What follows belongs to an exercise in optimizing a design on an open flow for small area, a short achievable clock period and few clock cycles per item; a production flow would make more cautious choices. The RTL was checked by simulation tests, not by an equivalence proof against the original design.

File: config.mk
export PLATFORM = sky130hd
export DESIGN_NAME = lce_loop
export DESIGN_NICKNAME = lce_loop
export VERILOG_FILES = /design/flow/design.v
export SDC_FILE = /design/flow/constraint.sdc
export NUM_CORES = 4
export LEC_CHECK = 0
export CAP_MARGIN = 20
export CORE_MARGIN = 2
export CORE_UTILIZATION = 40
export SLEW_MARGIN = 20
File: constraint.sdc
create_clock -name core_clock -period 38.0 [get_ports {clk}]
set_input_delay 7.6000 -clock core_clock [delete_from_list [all_inputs] [get_ports {clk}]]
set_output_delay 7.6000 -clock core_clock [all_outputs]
set_load 0.01 [all_outputs]
File: design.v
module lce_loop (
    input  wire         clk,
    input  wire         rst,
    input  wire         start,
    input  wire         reinit,
    input  wire         load,
    input  wire [31:0]  load_val,
    input  wire [31:0]  y_in,
    input  wire [31:0]  sp_in,
    input  wire         sp_scaled,
    input  wire [31:0]  sp_gain,
    input  wire [4:0]   sp_shift,
    input  wire [31:0]  sp_offset,
    input  wire         ff_en,
    input  wire [31:0]  ff_x,
    input  wire [31:0]  ff_x0,
    input  wire [4:0]   ff_xs,
    input  wire [543:0] ff_y,
    input  wire [31:0]  kp,
    input  wire [31:0]  ki,
    input  wire [31:0]  kd,
    input  wire [31:0]  kf,
    input  wire [4:0]   sh_p,
    input  wire [4:0]   sh_i,
    input  wire [4:0]   sh_d,
    input  wire [4:0]   sh_f,
    input  wire         den,
    input  wire [31:0]  out_min,
    input  wire [31:0]  out_max,
    input  wire [31:0]  slew,
    input  wire [31:0]  i_min,
    input  wire [31:0]  i_max,
    output reg          done,
    output wire [31:0]  u_out,
    output wire [31:0]  i_out,
    output wire [31:0]  e_out,
    output wire [31:0]  sp_out,
    output wire         isat,
    output wire         osat,
    output wire         rsat
);
    localparam [2:0] S_IDLE = 3'd0,
                     S_SP   = 3'd1,
                     S_FF   = 3'd2,
                     S_P    = 3'd3,
                     S_RAW  = 3'd4,
                     S_DF   = 3'd5,
                     S_SUM  = 3'd6,
                     S_DI   = 3'd7;
    localparam signed [33:0] MAX32 = 34'sh0_7FFF_FFFF;
    localparam signed [33:0] MIN32 = -34'sh0_8000_0000;
    function [31:0] sat34;
        input [33:0] v;
        begin
            if ($signed(v) > MAX32)
                sat34 = 32'h7FFF_FFFF;
            else if ($signed(v) < MIN32)
                sat34 = 32'h8000_0000;
            else
                sat34 = v[31:0];
        end
    endfunction
    function [31:0] sat64;
        input [63:0] v;
        begin
            if (!v[63] && (v[62:31] != 32'h0000_0000))
                sat64 = 32'h7FFF_FFFF;
            else if (v[63] && (v[62:31] != 32'hFFFF_FFFF))
                sat64 = 32'h8000_0000;
            else
                sat64 = v[31:0];
        end
    endfunction
    function [33:0] sx;
        input [31:0] v;
        begin
            sx = {{2{v[31]}}, v};
        end
    endfunction
    function [31:0] clamp34;
        input [33:0] v;
        input [31:0] lo;
        input [31:0] hi;
        begin
            if ($signed(v) < $signed(sx(lo)))
                clamp34 = lo;
            else if ($signed(v) > $signed(sx(hi)))
                clamp34 = hi;
            else
                clamp34 = v[31:0];
        end
    endfunction
    reg  [2:0]  state;
    reg  [31:0] u_r;       
    reg  [31:0] i_r;       
    reg  [31:0] e_r;       
    reg  [31:0] sp_r;      
    reg         isat_r, osat_r, rsat_r;
    reg  [31:0] d_r;       
    reg  [31:0] ep_r;      
    reg  [31:0] ff_r;
    reg  [31:0] p_r;
    reg  [31:0] raw_r;
    reg  [31:0] uc_r;
    assign u_out  = u_r;
    assign i_out  = i_r;
    assign e_out  = e_r;
    assign sp_out = sp_r;
    assign isat   = isat_r;
    assign osat   = osat_r;
    assign rsat   = rsat_r;
    wire signed [32:0] t_diff = $signed({ff_x[31], ff_x}) - $signed({ff_x0[31], ff_x0});
    wire        [31:0] t_max  = 32'd16 << ff_xs;
    reg         [31:0] t_u;
    always @(*) begin
        if (t_diff < 0)
            t_u = 32'd0;
        else if (t_diff > $signed({1'b0, t_max}))
            t_u = t_max;
        else
            t_u = t_diff[31:0];
    end
    wire [31:0] t_i_full = t_u >> ff_xs;
    wire [4:0]  t_i      = t_i_full[4:0];
    wire [31:0] t_f      = t_u - (t_i_full << ff_xs);
    wire [31:0] t_y0     = ff_y[t_i * 32 +: 32];
    wire [31:0] t_y1     = (t_i == 5'd16) ? t_y0 : ff_y[(t_i + 5'd1) * 32 +: 32];
    wire [32:0] t_dy     = {t_y1[31], t_y1} - {t_y0[31], t_y0};
    reg  [32:0] m_a;
    reg  [32:0] m_b;
    reg  [4:0]  m_sh;
    wire [33:0] e_diff   = sx(e_r) - sx(ep_r);
    wire [33:0] raw_diff = sx(raw_r) - sx(d_r);
    wire [31:0] e_d      = sat34(e_diff);
    wire [31:0] raw_d    = sat34(raw_diff);
    always @(*) begin
        case (state)
            S_SP: begin
                m_a = {sp_in[31], sp_in};  m_b = {sp_gain[31], sp_gain}; m_sh = sp_shift;
            end
            S_FF: begin
                m_a = t_dy;                m_b = {1'b0, t_f};            m_sh = ff_xs;
            end
            S_P: begin
                m_a = {e_r[31], e_r};      m_b = {kp[31], kp};           m_sh = sh_p;
            end
            S_RAW: begin
                m_a = {e_d[31], e_d};      m_b = {kd[31], kd};           m_sh = sh_d;
            end
            S_DF: begin
                m_a = {raw_d[31], raw_d};  m_b = {kf[31], kf};           m_sh = sh_f;
            end
            default: begin
                m_a = {e_r[31], e_r};      m_b = {ki[31], ki};           m_sh = sh_i;
            end
        endcase
    end
    wire signed [65:0] m_prod  = $signed(m_a) * $signed(m_b);
    wire signed [63:0] m_shift = $signed(m_prod[63:0]) >>> m_sh;
    wire        [31:0] m_sat   = sat64(m_shift);
    wire [31:0] sp_val = sp_scaled ? sat34(sx(m_sat) + sx(sp_offset)) : sp_in;
    wire [31:0] e_val  = sat34(sx(sp_r) - sx(y_in));
    wire [31:0] ff_val = !ff_en         ? 32'd0 :
                         (t_i == 5'd16) ? t_y0  :
                                          sat34(sx(t_y0) + m_shift[33:0]);
    wire [33:0] ri_sum = sx(u_r) - sx(ff_r) - sx(p_r);
    wire [31:0] ri_val = clamp34(ri_sum, i_min, i_max);
    wire [31:0] d_val  = sat34(sx(d_r) + sx(m_sat));
    wire [33:0] s_sum  = sx(ff_r) + sx(p_r) + sx(i_r) + sx(d_r);
    wire [31:0] s_sat  = sat34(s_sum);
    wire [31:0] uc_val = clamp34(sx(s_sat), out_min, out_max);
    wire [33:0] du     = sx(uc_val) - sx(u_r);
    wire [31:0] neg_slew = 32'd0 - slew;
    wire [31:0] du_lim = clamp34(du, neg_slew, slew);
    wire [31:0] u_val  = u_r + du_lim;
    wire        di_pos  = !m_sat[31] && (m_sat != 32'd0);
    wire        di_neg  = m_sat[31];
    wire        i_hold  = ((uc_r == out_max) && di_pos) || ((uc_r == out_min) && di_neg);
    wire [33:0] i_sum   = sx(i_r) + sx(m_sat);
    wire [31:0] i_val   = clamp34(i_sum, i_min, i_max);
    always @(posedge clk) begin
        if (rst) begin
            state  <= S_IDLE;
            done   <= 1'b0;
            u_r    <= 32'd0;
            i_r    <= 32'd0;
            e_r    <= 32'd0;
            sp_r   <= 32'd0;
            d_r    <= 32'd0;
            ep_r   <= 32'd0;
            isat_r <= 1'b0;
            osat_r <= 1'b0;
            rsat_r <= 1'b0;
        end else begin
            done <= 1'b0;
            case (state)
                S_IDLE: begin
                    if (start)
                        state <= S_SP;
                    else if (load)
                        u_r <= load_val;
                end
                S_SP: begin
                    sp_r  <= sp_val;
                    state <= S_FF;
                end
                S_FF: begin
                    e_r   <= e_val;
                    ff_r  <= ff_val;
                    state <= S_P;
                end
                S_P: begin
                    p_r   <= m_sat;
                    state <= S_RAW;
                end
                S_RAW: begin
                    if (reinit) begin
                        i_r   <= ri_val;
                        d_r   <= 32'd0;
                        state <= S_SUM;
                    end else if (den) begin
                        raw_r <= m_sat;
                        state <= S_DF;
                    end else begin
                        d_r   <= 32'd0;
                        state <= S_SUM;
                    end
                end
                S_DF: begin
                    d_r   <= d_val;
                    state <= S_SUM;
                end
                S_SUM: begin
                    uc_r   <= uc_val;
                    osat_r <= (uc_val != s_sat);
                    rsat_r <= (u_val != uc_val);
                    u_r    <= u_val;
                    ep_r   <= e_r;
                    state  <= S_DI;
                end
                default: begin  
                    if (i_hold) begin
                        isat_r <= 1'b0;
                    end else begin
                        i_r    <= i_val;
                        isat_r <= ({i_val[31], i_val[31], i_val} != i_sum);
                    end
                    done  <= 1'b1;
                    state <= S_IDLE;
                end
            endcase
        end
    end
endmodule
File: run.sh
#!/bin/bash
# synth_recipe.tcl (not shown) runs the flow's synth.tcl, then flattens the netlist and writes it again
# the make line also repeats each setting of config.mk as NAME=value (left out here)
make -C /OpenROAD-flow-scripts/flow DESIGN_CONFIG=/design/flow/config.mk WORK_HOME=/design/flow/orfs CLKGATE_MAP_FILE= SYNTH_SCRIPT=/design/flow/synth_recipe.tcl finish
==> metrics.md <==
| Metric | Value |
|---|---|
| Top Family by Delay on Critical Path | `compound AO/OA/AOI/OAI gates` |
| Final HPWL DP | `468.8 mm` |
| Vias in the first global route | `105100` |
| CP arrival | `between 30 and 40 ns` |
| Later-pin clock latency in the skew report | `0.69 ns` |
| Initial antenna violation count | `120` |
| Crit-path max FO | `19` |
| Critical Path RT | `38.53 ns` |
| Clock sinks | `roughly 330` |
| Drt initial violations | `12970` |
| DP Area | `0.1269 sq mm` |
| Slew HR | `0.1710` |
| CTS H-tree lvls | `2` |
| Final worst path period need | `36.71 ns` |
| Async set-or-reset flop fraction in the synthesized netlist | `0` |
| Final wirelength | `547.6 mm` |
| Routed WL per cell | `between 20 and 30 um` |
| P&R area growth vs syn | `23.87%` |
| Vias | `110100` |
| Pre-antenna DRT Iters | `9` |
| Layout cells sized above 1 | `0.09968` |
| Highest Clock Rate | `0.02724 GHz` |
| CP startpoint kind | `primary input` |
| FILL cells | `about 26000` |
| Peak per-stage delay on the critical path | `between 0.5 and 0.6 ns` |
| Synth Warn # | `1` |
| Max Slew Vio Count | `0` |
| Worst-path clk slew | `0.07 ns` |
| DIE HEIGHT | `514.6 um` |
| Hold Vio Cnt, Final | `0` |
| Die area | `0.2648 sq mm` |
| PortBufs | `1225` |
| Yosys top cell area share | `0.2340` |
| Starting Density | `0.4019` |
| Die X | `514.6 um` |
| Hold buffers post-CTS | `0` |
| Seq/Total Area, Yosys | `0.07506` |
| Antenna-violating nets left | `0` |
| Most Frequent Cell on Critical Path | `buf_4` |
| Crit. End Element | `flip-flop` |
| Clk buf depth | `3` |
| Post-Syn Area | `0.1043 sq mm` |
| Setup Skew | `0.05760 ns` |
| Mapped Nets | `16920` |
| Cell variety after synth | `108` |
| Fin area | `0.1292 sq mm` |
| Io pins | `1226` |
| WHS | `0.4552 ns` |
| WP buf/inv | `24` |
| Final setup violation count | `0` |
| Residual DRC | `0` |
| CP max-delay cell | `fa_1` |
| Number of synthesized flops with an enable pin | `128` |
| Post-synthesis sequential element count | `about 330` |
| GR Overflow Total | `0` |
| Worst-Margin Slew | `between 1 and 1.5 ns` |
| Final period util | `0.9659` |
| Vias per inst | `5.901` |
| Synth Instances | `13640` |
| Core area | `0.2595 sq mm` |
| WS Path Type | `primary input to flip-flop` |
| Clk Tree Root Cell | `clkbuf_16` |
| Top FF cell, synth | `dfxtp_1` |
| Largest area contributor in the netlist | `fa_1` |
| Largest net degree at the start of global routing | `91` |
| First-pass GRT wire length | `773.4 mm` |
| Final #Nets | `18430` |
| Hold crit path type | `flip-flop to flip-flop` |
| Avg Inst Size Synth | `around 7.6 sq um` |
| CTS Buf Count | `42` |
| Dominant cells by area after synthesis | `fa_1, ha_1, nand2_1` |
| Row cnt | `about 190` |
| GRT Total Usage | `0.4033` |
| CTS tree | `done` |
| Outcome | `complete, no violations` |
| Max-Cap Viols | `0` |
| Placer's final routability congestion estimate | `between 1 and 1.5` |
-- Yosys cell counts, drive strengths merged (75+ instances only) --
| master | number |
|---|---|
| nand2b | 122 |
| nor2b | 103 |
| nor2 | 945 |
| inv | 1554 |
| a21oi | 994 |
| edfxtp | 128 |
| a31oi | 128 |
| dfxtp | 199 |
| mux2i | 399 |
| xor2 | 151 |
| o21ai | 896 |
| nand4 | 103 |
| a21o | 186 |
| buf | 130 |
| o211ai | 197 |
| nor3 | 177 |
| and2 | 272 |
| o21a | 81 |
| a211oi | 174 |
| mux2 | 152 |
| xnor2 | 422 |
| nand3 | 238 |
| clkbuf | 616 |
| ha | 967 |
| nand2 | 2105 |
| o31ai | 75 |
| fa | 1219 |
-- worst paths after layout --
path | endpoint | from | slack, ns | depth (start not counted)
max reg2reg | rsat_r | ff_r[1] | 11.75 | 111
min reg2reg | ep_r[24] | ep_r[24] | 0.46 | 2
max | isat_r | ff_x0[11] | 1.29 | 133
min | ep_r[24] | ep_r[24] | 0.46 | 2
-- routing by layer --
| layer | vias up | wire length (um) | global-route usage |
|---|---|---|---|
| li1 | 49470 | - | - |
| met1 | 53690 | 219200 | 0.5240 |
| met2 | 5829 | 239500 | 0.6266 |
| met3 | 1082 | 51570 | 0.07706 |
| met4 | 34 | 37130 | 0.2269 |
| met5 | - | 219 | 0 |
-- registers in the layout, summed over array words and instances, names as in the netlist --
signal / flops
osat_r: 1
p_r: 32
done: 1
d_r: 32
uc_r: 32
e_r: 32
raw_r: 32
i_r: 32
isat_r: 1
ff_r: 32
rsat_r: 1
sp_r: 32
state: 3
ep_r: 32
u_r: 32
-- cell families after synthesis --
logic type                 share of synthesized area
xor gates and xnor gates                     0.04813
muxes                                        0.05579
adders and majority gates                     0.3502
buffers and inverters                        0.08483
DFF                                          0.07506
AOI/OAI and AO/OA                             0.2018
and+or+nand+nor                               0.1842
-- metrics by stage --
stage / utilization / std cells / setup TNS (ns) / setup slack, ns
finish: 0.4978 / 18660 / 0 / 1.295
global route: 0.4975 / 18630 / -0.005880 / -0.005880
CTS: 0.4951 / 18580 / 0 / 0.2587
detailed placement: 0.4890 / 18500 / -0.2463 / -0.2463
global placement: 0.4890 / 18500 / -0.04367 / -0.04367
floorplan: - / 13640 / 0 / 0.4477
-- area by class of cell --
| cell class | count | area, sq um | share of cell area |
|---|---|---|---|
| Inverter | 1561 | 5859 | 0.04536 |
| Tap cell | 3402 | 4257 | 0.03295 |
| Antenna cell | 69 | 172.7 | 0.001337 |
| Sequential cell | 327 | 7829 | 0.06061 |
| Timing Repair Buffer | 2216 | 20440 | 0.1583 |
| Multi-Input combinational cell | 11010 | 89030 | 0.6893 |
| Clock buffer | 47 | 1110 | 0.008592 |
| Clock inverter | 31 | 467.9 | 0.003623 |
-- timing repair --
item | 4_1_cts | 5_1_grt
gates resized for setup | 0 | 106
hold endpoints to repair | 0 | 0
buffers inserted | 0 | 10
setup endpoints to repair | 0 | 96
-- tightest hold or removal path, stage by stage, from the launching register on --
cell	delay, ns
dfxtp_1	0.31
nand2_1	0.05
a21oi_1	0.05
-- placed cells by master, fill, tap and decap left out, types with 128 or more instances in the layout --
cell type	count
mux2i_1	399
nand3_1	234
ha_1	962
xor2_1	149
nand2_1	2100
o211ai_1	194
xnor2_1	422
dfxtp_1	198
mux2_2	151
buf_4	929
clkdlybuf4s50_1	1219
o21ai_0	864
fa_1	1219
edfxtp_1	128
nor2_1	927
nor3_1	166
inv_1	1551
a211oi_1	148
a21oi_1	959
a21o_1	186
and2_1	269
Testbench counts, summed over its fixed seeds: cycles 90,506, items 12,000.

==> re-timing with driven ports <==
How much do the figures lean on ideal ports? The routed layout below was timed once more, with nothing changed but the port constraints. Step 1: set_driving_cell puts a clkbuf_16 on clk and a buf_2 on each other input, an assumption about the parent block. Step 2, shift: input delay + t, output delay - t, t = (earliest + latest rising clock arrival at the registers) / 2. This alone moves slack from input paths to output paths. Three values: ideal ports, drivers, drivers and shift; two values: the first two.
t (ns): 0.744
setup WS [ns]: 1.294 / 1.352 / 0.608
worst hold slack (ns): 0.455 / 0.455 / 0.455
cell pins on the clock port's net: 1
After both steps setup and hold are still met in this run. For this run, drivers alone change the setup slack by +0.058 ns; drivers and shift together by -0.686 ns.
